This is an optimization exercise on Yosys and OpenROAD, whose aim is small area, not a production implementation. In this exercise RTL edits were held to simulation tests only and were not proved equivalent to the original.

==> flow/design.v (outline; a module is shown in full before it is edited, if it fits) <==
// module cyram_exec: 242 lines
// module cx_opread: 37 lines
// module cx_shift: 12 lines
// module cx_add64: 13 lines
// module cx_rca: 16 lines
// module cx_csi: 19 lines
// module cx_mul_tree: 2306 lines
module cyram_exec (
    input  wire        clk,
    input  wire        rst,         
    input  wire        in_valid,    
    input  wire        in_begin,    
    input  wire [5:0]  in_aluop,
    input  wire [4:0]  in_srca,
    input  wire [4:0]  in_srcb,
    input  wire [4:0]  in_dst,
    input  wire [1:0]  in_flagw,
    input  wire [1:0]  in_ufsel,
    input  wire [1:0]  in_ufop,
    input  wire [8:0]  in_imm,
    input  wire [31:0] in_k32,
    input  wire [63:0] in_vt,
    input  wire [63:0] in_nb,
    input  wire [31:0] in_dep,
    input  wire [31:0] in_ttr,
    output reg         out_valid,
    output reg         out_fault,
    output reg         out_we,
    output reg  [4:0]  out_dst,
    output reg  [63:0] out_result,
    output wire [8:0]  out_flags    
);
  // ...
==> flow/flow/run.sh <==
#!/bin/bash
# Own layout flow: the standard ORFS flow (standard.sh), with three changes:
#  - synthesis: Yosys's synth runs without its early "abc -fast" pass, and the final
#    technology mapping uses flow/abc_map.script (ABC's &nf area mapper) instead of
#    ORFS's abc script; everything else is synth_recipe.tcl unchanged (same passes,
#    flatten and renames, so the registers are the standard synthesis's),
#  - the port buffers are sky130_fd_sc_hd__buf_1,
#  - clock tree buffers from flow/config.mk's CTS_BUF_LIST.
# Each tool's output goes to the ORFS logs under orfs/logs/; make's own output to
# make_synth.log and make_layout.log in the work folder.
set -euo pipefail
W=$(pwd)
F=$W/flow

cat > $W/own_synth.tcl <<EOT
proc synth {args} { yosys synth -nofsm -noshare -noabc {*}\$args }
proc abc {args} {
  set i [lsearch -exact \$args -script]
  if {\$i >= 0} { set args [lreplace \$args [expr {\$i + 1}] [expr {\$i + 1}] $F/abc_map.script] }
  yosys abc {*}\$args
}
EOT
# the rest is the standard flow's own synthesis script, minus its first line (the synth proc)
tail -n +2 $W/synth_recipe.tcl >> $W/own_synth.tcl

sed -e "s#SYNTH_SCRIPT=[^ ]*#SYNTH_SCRIPT=$W/own_synth.tcl#" $W/standard.sh > $W/own.sh

bash $W/own.sh synth > $W/make_synth.log 2>&1
bash $W/own.sh 'BUFFER_PORTS_ARGS=-buffer_cell sky130_fd_sc_hd__buf_1' finish > $W/make_layout.log 2>&1
==> flow/flow/abc_map.script <==
strash
&get -n
&st
&dch
&nf -R 1000
&put
==> flow/standard.sh <==
#!/bin/bash
# synth_recipe.tcl (not shown) runs the flow's synth.tcl, then flattens the netlist and writes it again
# the make line also repeats each setting of config.mk as NAME=value (left out here)
make -C /OpenROAD-flow-scripts/flow DESIGN_CONFIG=/design/flow/config.mk WORK_HOME=/design/flow/orfs CLKGATE_MAP_FILE= SYNTH_SCRIPT=/design/flow/synth_recipe.tcl "${@:-finish}"
==> flow/config.mk <==
export PLATFORM = sky130hd
export DESIGN_NAME = cyram_exec
export DESIGN_NICKNAME = cyram_exec
export VERILOG_FILES = /design/flow/design.v
export SDC_FILE = /design/flow/constraint.sdc
export NUM_CORES = 4
export LEC_CHECK = 0
export CAP_MARGIN = 20
export CORE_MARGIN = 2
export CORE_UTILIZATION = 40
export CTS_BUF_LIST = sky130_fd_sc_hd__clkbuf_4 sky130_fd_sc_hd__clkbuf_8
export SLEW_MARGIN = 20
==> flow/constraint.sdc <==
create_clock -name core_clock -period 25.0 [get_ports {clk}]
set_input_delay 5.0000 -clock core_clock [delete_from_list [all_inputs] [get_ports {clk}]]
set_output_delay 5.0000 -clock core_clock [all_outputs]
set_load 0.01 [all_outputs]
==> impl_metrics.ini, run 1 <==
[status]
outcome = timing/DRC/antenna clean

[sta]
setup_slack_ns = 0.416
timing.fmax_ghz = 0.0407
setup_viol = 0
rsz0062_at_grt = no

[final_layout]
multi_input_area_um2 = 43200
seq_share_pct = 29.8
largest_register_ffs = 64
layoutNonFillerInstCount = 9780
clkCellAreaFrac_pct = 3.26
layout-drive-gt1-share_pct = 17.3
regMostFlops = out_result
n_clock_buffer = 178
final_util_pct = 50.1
nFlopsAndLatches = 849
final_common_cell = edfxtp_1

[floorplan]
initial_core_util_pct = 40.4
nWellTaps = 2189
io_pins = 345

[global_route]
grt_pass1_vias = 65778

[drt]
ant_nets = 0
top_layer = met5
wl_per_cell_um = 35.8
drtIter0Drc = 10059
viasPerCell = 6.87

[cts]
insertion_delay_ns = 0.87
clk_pin_slew_ns = 0.07
cts_tree = done

[place]
hpwl_um = 270000
gp_congestion = 1.11
pre_cts_slack_ns = -0.503

[yosys]
ys_seq_elements = 849
synth_mux_area_share_pct = 1.57
ys_async_sr_fraction_pct = 0
synth_area_um2 = 66700

[worst_setup_path]
crit_arrival_ns = 25.33
critPathCaptureType = flop
crit_family = adder cells
cp_num_cells = 75
required_ns = 25.75
crit_buf_inv = 9

[min_path]
min_delay_path_depth = 2
==> module cyram_exec, before the edit <==
module cyram_exec (
    input  wire        clk,
    input  wire        rst,         
    input  wire        in_valid,    
    input  wire        in_begin,    
    input  wire [5:0]  in_aluop,
    input  wire [4:0]  in_srca,
    input  wire [4:0]  in_srcb,
    input  wire [4:0]  in_dst,
    input  wire [1:0]  in_flagw,
    input  wire [1:0]  in_ufsel,
    input  wire [1:0]  in_ufop,
    input  wire [8:0]  in_imm,
    input  wire [31:0] in_k32,
    input  wire [63:0] in_vt,
    input  wire [63:0] in_nb,
    input  wire [31:0] in_dep,
    input  wire [31:0] in_ttr,
    output reg         out_valid,
    output reg         out_fault,
    output reg         out_we,
    output reg  [4:0]  out_dst,
    output reg  [63:0] out_result,
    output wire [8:0]  out_flags    
);
    reg [31:0] g0, g1, g2, g3, g4, g5, g6, g7, g8, g9, g10, g11, g12, g13, g14, g15;
    reg [31:0] s0l, s1l, s2l, s3l;    
    reg [31:0] s0h, s1h, s2h, s3h;    
    reg [8:0]  flags;
    assign out_flags = flags;
    wire [5:0] op = in_aluop & {6{!rst}};
    wire is_nop   = (op == 6'h00);
    wire is_stamp = op[5];
    wire op_resv  = (op[5:3] == 3'b011) || (op[5] && (op[4] || op[3]));
    wire is_unary = (op == 6'h01) || (op == 6'h15) || (op == 6'h20) ||
                    (op == 6'h24) || (op == 6'h27);
    wire is_nodst = (op == 6'h00) || (op == 6'h16) || (op == 6'h17) || (op == 6'h25);
    wire is_cmps  = (op == 6'h16) || (op == 6'h17) || (op == 6'h25);
    wire o_mov  = (op == 6'h01);
    wire o_add  = (op == 6'h02);
    wire o_sub  = (op == 6'h03) || (op == 6'h16);
    wire o_adds = (op == 6'h04);
    wire o_subs = (op == 6'h05);
    wire o_and  = (op == 6'h06) || (op == 6'h17);
    wire o_or   = (op == 6'h07);
    wire o_xor  = (op == 6'h08);
    wire o_andn = (op == 6'h09);
    wire o_shl  = (op == 6'h0A);
    wire o_shr  = (op == 6'h0B);
    wire o_sar  = (op == 6'h0C);
    wire o_ror  = (op == 6'h0D);
    wire o_mul  = (op == 6'h0E);
    wire o_mulh = (op == 6'h0F);
    wire o_min  = (op == 6'h10);
    wire o_max  = (op == 6'h11);
    wire o_minu = (op == 6'h12);
    wire o_maxu = (op == 6'h13);
    wire o_extr = (op == 6'h14);
    wire o_clz  = (op == 6'h15);
    wire o_smov = (op == 6'h20);
    wire o_sadd = (op == 6'h21);
    wire o_ssub = (op == 6'h22);
    wire o_sdif = (op == 6'h23);
    wire o_snar = (op == 6'h24);
    wire o_scmp = (op == 6'h25);
    wire o_ssar = (op == 6'h26);
    wire o_sflr = (op == 6'h27);
    wire [4:0] dst = in_dst;
    wire dst_ok = (o_snar || !is_stamp) ? (!(dst[4] && dst[3]) || (dst == 5'h1F))
                                        : ((dst[4:2] == 3'b100) || (dst == 5'h1F));
    wire srca_hi = (in_srca[4:2] == 3'b101);
    wire srcb_hi = (in_srcb[4:2] == 3'b101);
    wire fault = !is_nop && (op_resv ||
                             (is_stamp && (srca_hi || (!is_unary && srcb_hi))) ||
                             (!is_nodst && !dst_ok));
    wire [31:0] a, a_hi, b, b_hi;
    cx_opread u_rda (
        .code(in_srca), .en(1'b1),
        .g0(g0), .g1(g1), .g2(g2), .g3(g3), .g4(g4), .g5(g5), .g6(g6), .g7(g7),
        .g8(g8), .g9(g9), .g10(g10), .g11(g11), .g12(g12), .g13(g13), .g14(g14), .g15(g15),
        .s0l(s0l), .s1l(s1l), .s2l(s2l), .s3l(s3l), .s0h(s0h), .s1h(s1h), .s2h(s2h), .s3h(s3h),
        .imm(in_imm), .k32(in_k32), .vt(in_vt), .nb(in_nb), .dep(in_dep), .ttr(in_ttr),
        .v(a), .v_hi(a_hi));
    cx_opread u_rdb (
        .code(in_srcb), .en(!is_unary),
        .g0(g0), .g1(g1), .g2(g2), .g3(g3), .g4(g4), .g5(g5), .g6(g6), .g7(g7),
        .g8(g8), .g9(g9), .g10(g10), .g11(g11), .g12(g12), .g13(g13), .g14(g14), .g15(g15),
        .s0l(s0l), .s1l(s1l), .s2l(s2l), .s3l(s3l), .s0h(s0h), .s1h(s1h), .s2h(s2h), .s3h(s3h),
        .imm(in_imm), .k32(in_k32), .vt(in_vt), .nb(in_nb), .dep(in_dep), .ttr(in_ttr),
        .v(b), .v_hi(b_hi));
    wire [63:0] sa = {a_hi, a};
    wire [63:0] sb = {b_hi, b};
    wire o_mulx = o_mul || o_mulh;
    wire inv = o_sub || o_subs || o_min || o_max || o_minu || o_maxu ||
               o_ssub || o_sdif || o_scmp;
    wire [63:0] sbx = sb ^ {64{inv}};
    wire [63:0] mrs, mrc;
    cx_mul_tree u_mul (.a(a), .b(b), .rs(mrs), .rc(mrc));
    wire [63:0] ax_ = o_mulx ? mrs : sa;
    wire [63:0] ay_ = o_mulx ? mrc : sbx;
    wire        ac_ = !o_mulx && inv;
    wire [63:0] sum;
    wire        c64;
    cx_add64 u_add (.x(ax_), .y(ay_), .ci(ac_), .s(sum), .co(c64));
    wire c32 = sum[32] ^ sa[32] ^ sbx[32];         
    wire t32 = a[31] ^ sbx[31] ^ c32;              
    wire v32 = t32 ^ sum[31];                      
    wire ltu = !c32;                               
    wire slt = t32;                                
    wire st_ovf = c64 && !sbx[63];
    wire st_neg = !c64 && sbx[63];
    wire st_dsat = !(c64 ^ sum[63]);               
    wire sn_sat = !((&sa[63:31]) || !(|sa[63:31]));  
    wire [4:0] sh = b[4:0];
    wire sh_arith = o_sar || o_ssar;
    wire ssar_hi  = o_ssar && b[5];
    wire shl0     = o_shl && (sh == 5'd0);    
    wire [31:0] x_lo = ssar_hi ? a_hi : (o_shl ? 32'd0 : a);
    wire [31:0] x_hi = ({32{o_ssar}} & (ssar_hi ? {32{a_hi[31]}} : a_hi)) |
                       {32{o_sar && a[31]}} | ({32{o_ror || o_shl}} & a);
    wire fill = sh_arith && x_hi[31];
    wire [4:0] k = o_shl ? (5'd0 - sh) : sh;
    wire [64:0] sv6;
    cx_shift u_sh (.x({x_hi, x_lo, 1'b0}), .fill(fill), .k(k), .y(sv6));
    wire [63:0] shout = sv6[64:1];
    wire        shc   = o_shl ? (shout[32] && !shl0) : sv6[0];
    wire [4:0] ew = b[9:5];
    reg  [31:0] emask;
    integer ei;
    always @(*) begin
        for (ei = 0; ei < 32; ei = ei + 1)
            emask[ei] = !o_extr || (ei[4:0] <= ew);
    end
    reg [5:0] clz;
    integer i;
    always @(*) begin
        clz = 6'd32;
        for (i = 0; i < 32; i = i + 1)
            if (a[i]) clz = 6'd31 - i[5:0];
    end
    wire sat32 = (o_adds || o_subs) && v32;
    wire satst = ((o_sadd || o_ssub) && (st_ovf || st_neg)) ||
                 (o_sdif && st_dsat) || (o_snar && sn_sat);
    wire sat = sat32 || satst;
    wire sv_lo  = ((o_adds || o_subs) && !t32) || (o_snar && !sa[63]) ||
                  (o_sdif && c64) || ((o_sadd || o_ssub) && st_ovf);
    wire sv_31  = ((o_adds || o_subs) && t32) || (o_snar && sa[63]) ||
                  (o_sdif && c64) || ((o_sadd || o_ssub) && st_ovf);
    wire sv_hi  = (o_sdif && c64) || ((o_sadd || o_ssub) && st_ovf);
    wire sv_63  = (o_sdif && !c64) || ((o_sadd || o_ssub) && st_ovf);
    wire [63:0] satv = {sv_63, {31{sv_hi}}, sv_31, {31{sv_lo}}};
    wire p_sum_lo = !sat && (o_add || o_sub || o_adds || o_subs || o_mul ||
                             o_sadd || o_ssub || o_sdif || o_scmp);
    wire p_sum_hi = !sat && (o_sadd || o_ssub || o_sdif || o_scmp);
    wire p_mulh   = o_mulh;
    wire p_a      = o_mov || o_smov || o_sflr || (o_snar && !sat) || shl0 ||
                    (o_min && slt) || (o_max && !slt) || (o_minu && ltu) || (o_maxu && !ltu);
    wire p_a_hi   = o_smov || o_sflr;
    wire p_b      = (o_min && !slt) || (o_max && slt) || (o_minu && !ltu) || (o_maxu && ltu);
    wire p_sh     = (o_shl && !shl0) || o_shr || o_sar || o_ror || o_extr || o_ssar;
    wire p_sh_hi  = o_ssar;
    wire l_ab     = o_and || o_or;
    wire l_an     = o_or || o_xor || o_andn;
    wire l_nb     = o_or || o_xor;
    wire [31:0] a_m = {a[31:6], a[5:0] & {6{!o_sflr}}};
    wire [31:0] lg  = ({32{l_ab}} & a & b) | ({32{l_an}} & a & ~b) | ({32{l_nb}} & ~a & b);
    wire [31:0] r_lo = ({32{p_sum_lo}} & sum[31:0]) | ({32{p_mulh}} & sum[63:32]) |
                       ({32{sat}} & satv[31:0]) | ({32{p_a}} & a_m) | ({32{p_b}} & b) |
                       ({32{p_sh}} & shout[31:0] & emask) | lg |
                       {26'd0, clz & {6{o_clz}}};
    wire [31:0] r_hi = ({32{p_sum_hi}} & sum[63:32]) | ({32{sat}} & satv[63:32]) |
                       ({32{p_a_hi}} & a_hi) | ({32{p_sh_hi}} & shout[63:32]);
    wire [63:0] res = {r_hi, r_lo};
    wire resc = ((o_add || o_adds) && c32) || ((o_sub || o_subs) && ltu) ||
                ((o_shl || o_shr || o_sar) && shc) || (o_scmp && !c64);
    wire resv = (o_add || o_sub) && v32 || sat32;
    wire resn = (is_stamp && !o_snar) ? res[63] : res[31];
    wire resz = (res == 64'd0);
    wire [8:0] fl0 = in_begin ? 9'd0 : flags;
    reg [8:0] fl1;
    always @(*) begin
        fl1 = fl0;
        if (in_valid && !fault) begin
            if (!is_nop) begin
                if (in_flagw != 2'd0 || is_cmps)
                    fl1[3:0] = {resv, resc, resn, resz};
                if (in_flagw == 2'd2)
                    fl1[4] = sat;
                else if (in_flagw == 2'd3 && sat)
                    fl1[4] = 1'b1;
            end
            case (in_ufop)
                2'd1: fl1[5 + in_ufsel] = 1'b1;
                2'd2: fl1[5 + in_ufsel] = 1'b0;
                2'd3: fl1[5 + in_ufsel] = fl1[2];
                default: ;
            endcase
        end
    end
    wire we = in_valid && !fault && !is_nodst && (dst != 5'h1F);
    wire wr = we && !rst;
    wire [15:0] wg = {16{wr && !dst[4]}} & (16'd1 << dst[3:0]);
    wire [3:0]  wsl = {4{wr && dst[4:2] == 3'b100}} & (4'd1 << dst[1:0]);
    wire [3:0]  wsh = ({4{wr && dst[4:2] == 3'b101}} & (4'd1 << dst[1:0])) |
                      ({4{is_stamp && !o_snar}} & wsl);
    wire [31:0] wd_lo = res[31:0];
    wire [31:0] wd_hi = dst[2] ? res[31:0] : res[63:32];
    always @(posedge clk) begin
        if (rst || wg[0])  g0  <= wd_lo;
        if (rst || wg[1])  g1  <= wd_lo;
        if (rst || wg[2])  g2  <= wd_lo;
        if (rst || wg[3])  g3  <= wd_lo;
        if (rst || wg[4])  g4  <= wd_lo;
        if (rst || wg[5])  g5  <= wd_lo;
        if (rst || wg[6])  g6  <= wd_lo;
        if (rst || wg[7])  g7  <= wd_lo;
        if (rst || wg[8])  g8  <= wd_lo;
        if (rst || wg[9])  g9  <= wd_lo;
        if (rst || wg[10]) g10 <= wd_lo;
        if (rst || wg[11]) g11 <= wd_lo;
        if (rst || wg[12]) g12 <= wd_lo;
        if (rst || wg[13]) g13 <= wd_lo;
        if (rst || wg[14]) g14 <= wd_lo;
        if (rst || wg[15]) g15 <= wd_lo;
        if (rst || wsl[0]) s0l <= wd_lo;
        if (rst || wsl[1]) s1l <= wd_lo;
        if (rst || wsl[2]) s2l <= wd_lo;
        if (rst || wsl[3]) s3l <= wd_lo;
        if (rst || wsh[0]) s0h <= wd_hi;
        if (rst || wsh[1]) s1h <= wd_hi;
        if (rst || wsh[2]) s2h <= wd_hi;
        if (rst || wsh[3]) s3h <= wd_hi;
    end
    always @(posedge clk) begin
        flags      <= rst ? 9'd0 : fl1;
        out_valid  <= in_valid && !rst;
        out_fault  <= fault;
        out_we     <= !fault && !is_nodst && (dst != 5'h1F);
        out_dst    <= dst;
        out_result <= res;
    end
endmodule
==> module cx_add64, before the edit <==
module cx_add64 (
    input  wire [63:0] x,
    input  wire [63:0] y,
    input  wire        ci,
    output wire [63:0] s,
    output wire        co
);
    wire c1, c2, c3;
    cx_rca #(20) b0 (.x(x[19:0]),  .y(y[19:0]),  .ci(ci), .s(s[19:0]),  .co(c1));
    cx_csi #(15) b1 (.x(x[34:20]), .y(y[34:20]), .ci(c1), .s(s[34:20]), .co(c2));
    cx_csi #(15) b2 (.x(x[49:35]), .y(y[49:35]), .ci(c2), .s(s[49:35]), .co(c3));
    cx_csi #(14) b3 (.x(x[63:50]), .y(y[63:50]), .ci(c3), .s(s[63:50]), .co(co));
endmodule
==> run 2, diff against run 1 <==
--- a/flow/design.v
+++ b/flow/design.v
@@ -84,3 +84,3 @@
     cx_opread u_rdb (
-        .code(in_srcb), .en(!is_unary),
+        .code(in_srcb), .en(1'b1),
         .g0(g0), .g1(g1), .g2(g2), .g3(g3), .g4(g4), .g5(g5), .g6(g6), .g7(g7),
@@ -298,7 +298,8 @@
 );
-    wire c1, c2, c3;
-    cx_rca #(20) b0 (.x(x[19:0]),  .y(y[19:0]),  .ci(ci), .s(s[19:0]),  .co(c1));
-    cx_csi #(15) b1 (.x(x[34:20]), .y(y[34:20]), .ci(c1), .s(s[34:20]), .co(c2));
-    cx_csi #(15) b2 (.x(x[49:35]), .y(y[49:35]), .ci(c2), .s(s[49:35]), .co(c3));
-    cx_csi #(14) b3 (.x(x[63:50]), .y(y[63:50]), .ci(c3), .s(s[63:50]), .co(co));
+    wire c1, c2, c3, c4;
+    cx_rca #(12) b0 (.x(x[11:0]),  .y(y[11:0]),  .ci(ci), .s(s[11:0]),  .co(c1));
+    cx_csi #(13) b1 (.x(x[24:12]), .y(y[24:12]), .ci(c1), .s(s[24:12]), .co(c2));
+    cx_csi #(13) b2 (.x(x[37:25]), .y(y[37:25]), .ci(c2), .s(s[37:25]), .co(c3));
+    cx_csi #(13) b3 (.x(x[50:38]), .y(y[50:38]), .ci(c3), .s(s[50:38]), .co(c4));
+    cx_csi #(13) b4 (.x(x[63:51]), .y(y[63:51]), .ci(c4), .s(s[63:51]), .co(co));
 endmodule
==> flow/flow/abc_map.script (replaced) <==
strash
&get -n
&st
&b
&dch
&nf -R 1000
&put
==> run 2 against run 1 <==
Setup slack improved by 0.59 ns. Synthesized cell count down 1.7%. Global-route usage up 2.0 points. Area after synthesis down 0.56%. Still clean on timing, DRC and antenna. Flip-flop and latch count unchanged. Count of clock-buffer cells in the layout grew 12. Utilization decreased by 2.8 points. Critical path type unchanged.
==> impl_metrics.ini, run 2 <==
[status]
outcome = timing/DRC/antenna clean

[sta]
layout_min_cycle_time_ns = 23.99
rsz0062_at_grt = no
tightest_slew_ns = 1.21
hold_violations = 0
min_period_over_period_pct = 96.0
finalMaxSlewViolations = 0
setup_tns_ns = 0
slew_headroom_pct = 19.2
timing.fmax_ghz = 0.0417
skew_ns = 0.0801
setup_viol = 0

[drt]
ant_nets = 0
viasPerCell = 7.28
drtIter0Drc = 14093
routed_wl_um = 368000
detail_route.first_pass.iterations = 17
drc = 0
vias = 68022
wl_per_cell_um = 39.4

[global_route]
overflow = 0
grt_max_degree = 94
antenna_found_initial = 18
grt_pass1_vias = 64650
grt_pass1_wl_um = 507000
grt_use_total_pct = 42.3

[worst_setup_path]
crit_buf_inv = 6
cp_slowest_cell = or4_1
crit_family = simple AND/OR/NAND/NOR gates
critPathCaptureType = flop
max_stage_delay_ns = 0.82
crit_arrival_ns = 24.81
worst_path_most_repeated_cell = fa_1
worst-path-max-fanout = 32
crit_path_start = in_srcb[0]
crit_type = primary input to flop
cp-start-kind = primary input
rr_startpoint = s3h[6]
required_ns = 25.82

[floorplan]
die_w_um = 411
initial_core_util_pct = 40.3
core.rowCount = 149
dieHeight_um = 411
io_pins = 345
coreArea_um2 = 165000
dieArea_um2 = 169000

[yosys]
synth_top_area_share_pct = 34.8
synth_cells = 6077
yosysMostFrequentCell = a22oi_1
synth-edff-count = 768
synth_nets = 6954
synth_area_um2 = 66400
yosys_most_used_dff = edfxtp_1
synth_seq_area_share_pct = 37.2
ys_seq_elements = 849
synth_area_leader_cell = edfxtp_1
ys_async_sr_fraction_pct = 0
avgSynthCellArea_um2 = 10.9
yosysWarnings = 1
ys_types = 56
ys_top_cells_by_count = a22oi_1 (847), edfxtp_1 (768), nand2_1 (571)
synth_area_leaders = edfxtp_1 (35%), fa_1 (16%), a22oi_1 (9.6%), xnor2_1 (6.8%), a222oi_1 (5.2%)

[min_path]
hold_class = flop to flop
min_from = flags[1]

[cts]
clock_sinks = 849
cts_buffer_depth = 3
cts_made_buffers = 144
clk_pin_slew_ns = 0.06
htree_levels = 4
insertion_delay_ns = 0.91
cts_tree = done
cts_root_buf = clkbuf_8

[final_layout]
mostFrequentLayoutCells = a22oi_1 (845), edfxtp_1 (768), nand2_1 (558), fa_1 (525), xnor2_1 (510)
regMostFlops = out_result
largest_register_ffs = 64
layout-drive-gt1-share_pct = 12.0
final_common_cell = a22oi_1
area_growth_pct = 17.4
fin_nets = 7905

[place]
hpwl_um = 268000
io_buffers = 344
gp_congestion = 1.09

[flow_run]
max_cap_violations = 0
==> run 2: changes by cell type in the layout (fill, tap and decap cells not counted), moves of 68 or more <==
| cell | change |
|---|---|
| a22oi_1 | +761 |
| buf_4 | -268 |
| a222oi_1 | +151 |
| buf_12 | -96 |
| a221oi_1 | +82 |
| o21ai_0 | -140 |
| o22ai_1 | -458 |
| nand4_1 | +68 |
| a221o_1 | -346 |
==> run 2: logic make-up (layout without fill, tap and decap cells) <==
logic type	count (synthesis)	in the layout	synth area share (%)
compound gates	2332	2332	25.8
simple gates	1495	1495	9.92
flops	849	849	37.2
fa+ha+maj	613	613	17.5
xor+xnor	571	571	7.54
buf+inv	137	1203	0.775
mux	80	80	1.24
other cells	0	12	0
==> run 2: worst paths after layout <==
check	cells after the start	end	slack, ns
setup / recovery	69	flags[0]	1.01
hold / removal	2	flags[1]	0.50
setup reg to reg	68	flags[0]	5.70
hold reg to reg	2	flags[1]	0.50
==> run 2: layout make-up <==
| cell class | count | area, µm² |
|---|---|---|
| fillers | 15408 | 86900 |
| multi-input cells | 5091 | 42100 |
| flip-flops and latches | 849 | 24700 |
| repair buffers | 805 | 4850 |
| well taps | 2189 | 2740 |
| clock buffers | 190 | 2340 |
| clock inverters | 71 | 573 |
| inverters | 137 | 515 |
| diodes | 12 | 30.0 |
==> run 2: tightest hold or removal path: cells and delay by family (launching register included) <==
kind / cells / cell delay [ns]
DFF: 1 / 0.32
and+or+nand+nor: 1 / 0.07
AOI/OAI and AO/OA: 1 / 0.06
==> run 2: repair_timing <==
action	in CTS	in global routing
gates resized for setup	0	4
setup endpoints to repair	0	1
setup buffers	0	6
hold buffers	0	0
==> run 2: metal layers <==
metal	part of all wire [%]	global-route usage [%]	wire length, µm
met1	37	56.5	136000
met2	41	59.1	149000
met3	15	14.0	54700
met4	7.5	26.1	27800
met5	0.018	0	65
==> run 2: stage by stage <==
stage	instance area, µm²	util, %	std cells	hold slack (ns)	worst slack [ns]
2_1_floorplan	66500	-	6077	0.499	0.0885
3_3_place_gp	74800	45.4	9063	0.480	0.108
3_5_place_dp	74900	45.4	9064	0.488	0.0516
4_1_cts	77800	47.2	9325	0.499	0.999
5_1_grt	77900	47.2	9337	0.535	0.0719
6_report	77900	47.3	9344	0.495	1.01
==> run 3, diff against run 2 <==
==> flow/run.sh (new file) <==
#!/bin/bash
# synth_recipe.tcl (not shown) runs the flow's synth.tcl, then flattens the netlist and writes it again
# the make line also repeats each setting of config.mk as NAME=value (left out here)
make -C /OpenROAD-flow-scripts/flow DESIGN_CONFIG=/design/flow/config.mk WORK_HOME=/design/flow/orfs CLKGATE_MAP_FILE= SYNTH_SCRIPT=/design/flow/synth_recipe.tcl finish
--- a/flow/config.mk
+++ b/flow/config.mk
@@ -7,2 +7,4 @@
 export LEC_CHECK = 0
+export ABC_AREA = 1
+export ABC_CLOCK_PERIOD_IN_PS = 25000
 export CAP_MARGIN = 20
removed: flow/flow/run.sh
removed: flow/flow/abc_map.script
removed: flow/standard.sh
==> run 3 against run 2 <==
Still clean on timing, DRC and antenna. Cell area increased by 11%. First-iteration DRC count increased by 8.0%. Setup slack improved by 1.4 ns. Count of clock-buffer cells in the layout unchanged. Critical path depth decreased by 9. Synthesized cell count increased by 56%. Non-clock buffer count decreased by 73. Hold slack improved by 0.010 ns. Flip-flop and latch count unchanged. Critical endpoint is now s2l[2]. Largest cell class unchanged.
==> impl_metrics.ini, run 3 <==
[cts]
insertion_delay_ns = 0.93
clk_pin_slew_ns = 0.06
cts_tree = done
ctsHoldBuffers = 0
htree_levels = 4
cts_made_buffers = 147
clock_sinks = 849
cts_setup_buffers = 0
cts_root_buf = clkbuf_8
cts_buffer_depth = 3
ctsResizeCount = 0

[drt]
ant_nets = 0
detail_route.first_pass.iterations = 10
drtIter0Drc = 15216
routed_wl_um = 457000
wl_per_cell_um = 36.9
drc = 0
viasPerCell = 6.67
vias = 82452

[worst_setup_path]
crit_buf_inv = 17
crit_type = primary input to flop
cp_slowest_cell = nor3b_1
crit_family = adder cells
crit_arrival_ns = 23.05
cp_num_cells = 60
required_ns = 25.42
max_stage_delay_ns = 0.94
worst-path-max-fanout = 36
critPathCaptureType = flop
worst_path_most_repeated_cell = fa_1
reg2regPathDepth = 54
cp-start-kind = primary input

[place]
hpwl_um = 328000
pre_cts_slack_ns = 1.92
gp_congestion = 1.12
io_buffers = 344

[floorplan]
io_pins = 345
coreArea_um2 = 188000
dieArea_um2 = 193000
initial_core_util_pct = 40.3
core.rowCount = 159
die_w_um = 439
dieHeight_um = 439

[sta]
finalMaxSlewViolations = 0
slew_headroom_pct = 10.7
tightest_slew_ns = 1.33
min_period_over_period_pct = 90.5
setup_tns_ns = 0
skew_ns = 0.0889
hold_violations = 0
layout_min_cycle_time_ns = 22.63
setup_slack_ns = 2.37
rsz0062_at_grt = no
timing.fmax_ghz = 0.0442
setup_viol = 0

[global_route]
overflow = 0
grt_pass1_wl_um = 617000
antenna_found_initial = 40
grt_pass1_vias = 77529
grt_max_degree = 68
grt_use_total_pct = 45.9

[yosys]
synthAdderAreaFrac_pct = 14.9
synth_top_family_by_area = simple AND/OR/NAND/NOR gates
synth-simple-area-share_pct = 20.6
synth_seq_area_share_pct = 32.6
yosys_most_used_dff = edfxtp_1
yosysMostFrequentCell = nand2_1
synthXorXnorAreaFrac_pct = 6.15
synth_area_um2 = 75700
synth_compound_area_share_pct = 15.4
synth_mux_area_share_pct = 0.0529
ys_types = 66
ys_async_sr_fraction_pct = 0
synth-edff-count = 768
ys_top_cells_by_count = nand2_1 (1914), inv_1 (1308), o22ai_1 (778)
synth_nets = 10331
synth_area_leaders = edfxtp_1 (30%), fa_1 (14%), nand2_1 (9.5%), inv_1 (6.5%), o22ai_1 (6.4%)
avgSynthCellArea_um2 = 7.99
synth_top_area_share_pct = 30.5
synth_cells = 9477
ys_seq_elements = 849
yosysWarnings = 1
synth_area_leader_cell = edfxtp_1

[status]
outcome = timing/DRC/antenna clean

[final_layout]
fin_nets = 10569
layout-drive-gt1-share_pct = 8.60
final_common_cell = nand2_1
final_util_pct = 46.1
largest_register_ffs = 64
nFillCells = 18556
area_growth_pct = 14.5
mostFrequentLayoutCells = nand2_1 (1903), inv_1 (1302), o22ai_1 (778), edfxtp_1 (768), nand3_1 (709)
regMostFlops = out_result

[flow_run]
max_cap_violations = 0

[min_path]
min_delay_path_depth = 2
hold_class = flop to flop
## run 3: final cells by class
class	instances	area (µm²)	area share, %
sequential	849	24700	28.5
clock buffer	190	2410	2.78
clock inverter	81	1020	1.18
timing repair buffer	732	6390	7.38
multi-input combinational	6598	43800	50.5
tap	2495	3120	3.60
inverter	1387	5210	6.01
antenna	27	67.6	0.0779
## run 3: logic make-up after synthesis
logic type               Yosys count
buffers and inverters           2030
AO/OA/AOI/OAI                   1837
adder cells (fa/ha/maj)          590
XOR/XNOR                         532
AND/OR/NAND/NOR                 3635
multiplexers                       4
flip-flops                       849
## run 3: final timing paths
kind / from / end / slack (ns)
setup / recovery: in_srcb[2] / s2l[2] / 2.37
hold reg to reg: flags[1] / flags[1] / 0.51
setup reg to reg: g4[7] / s2l[2] / 8.09
hold / removal: flags[1] / flags[1] / 0.51
## run 3: worst register-to-register path, delay by kind of cell, from the launching register on
family / cells / cell delay, ns
AND/OR/NAND/NOR: 20 / 5.22
adder cells (fa/ha/maj): 18 / 7.79
flip-flops: 1 / 0.40
buffers and inverters: 11 / 2.22
XOR/XNOR: 1 / 0.13
AO/OA/AOI/OAI: 4 / 0.64
## run 3: per-stage QoR
| stage | std cells | cell area, µm² | hold WS [ns] |
|---|---|---|---|
| 6_report | 12359 | 86700 | 0.505 |
| 5_1_grt | 12336 | 86600 | 0.535 |
| 4_1_cts | 12329 | 86600 | 0.507 |
| 3_5_place_dp | 12058 | 83200 | 0.496 |
| 2_1_floorplan | 9477 | 75700 | 0.506 |
| 3_3_place_gp | 12055 | 83100 | 0.492 |
## run 3: routing by layer
metal | track usage, % | vias to the layer above | wire [µm]
li1 | - | 32641 | -
met1 | 54.4 | 39222 | 153000
met2 | 64.7 | 8156 | 182000
met3 | 19.0 | 2393 | 72700
met4 | 37.6 | 40 | 48600
met5 | 0.447 | - | 372

separate check: timing with driven ports:
In the flow no input, the clock included, has a driving cell. The finished layouts below were timed again as built, in two steps.
Step 1 sets driving cells, clkbuf_16 on the clock port and buf_2 on the other inputs (assumed; they add their load-dependent delay and slew).
Step 2 also shifts input and output timing later by t, the mid clock arrival at the registers, as if the neighbouring blocks saw the same clock.
Slacks: ideal / step 1 / step 2; pairs: ideal / step 1.
run | t, ns | setup slack, ns | worst setup path at the end
run 1 | 0.905 | 0.416 / 0.425 / -0.480 | input to register
run 2 | 0.957 | 1.010 / 1.053 / 0.096 | input to register
run 3 | 0.966 | 2.368 / 2.395 / 1.429 | input to register
Met with ideal ports but missed after step 2: setup timing in run 1. The setup slack of run 3, which loses most, moves by +0.027 ns with the drivers and by -0.939 ns with both steps.
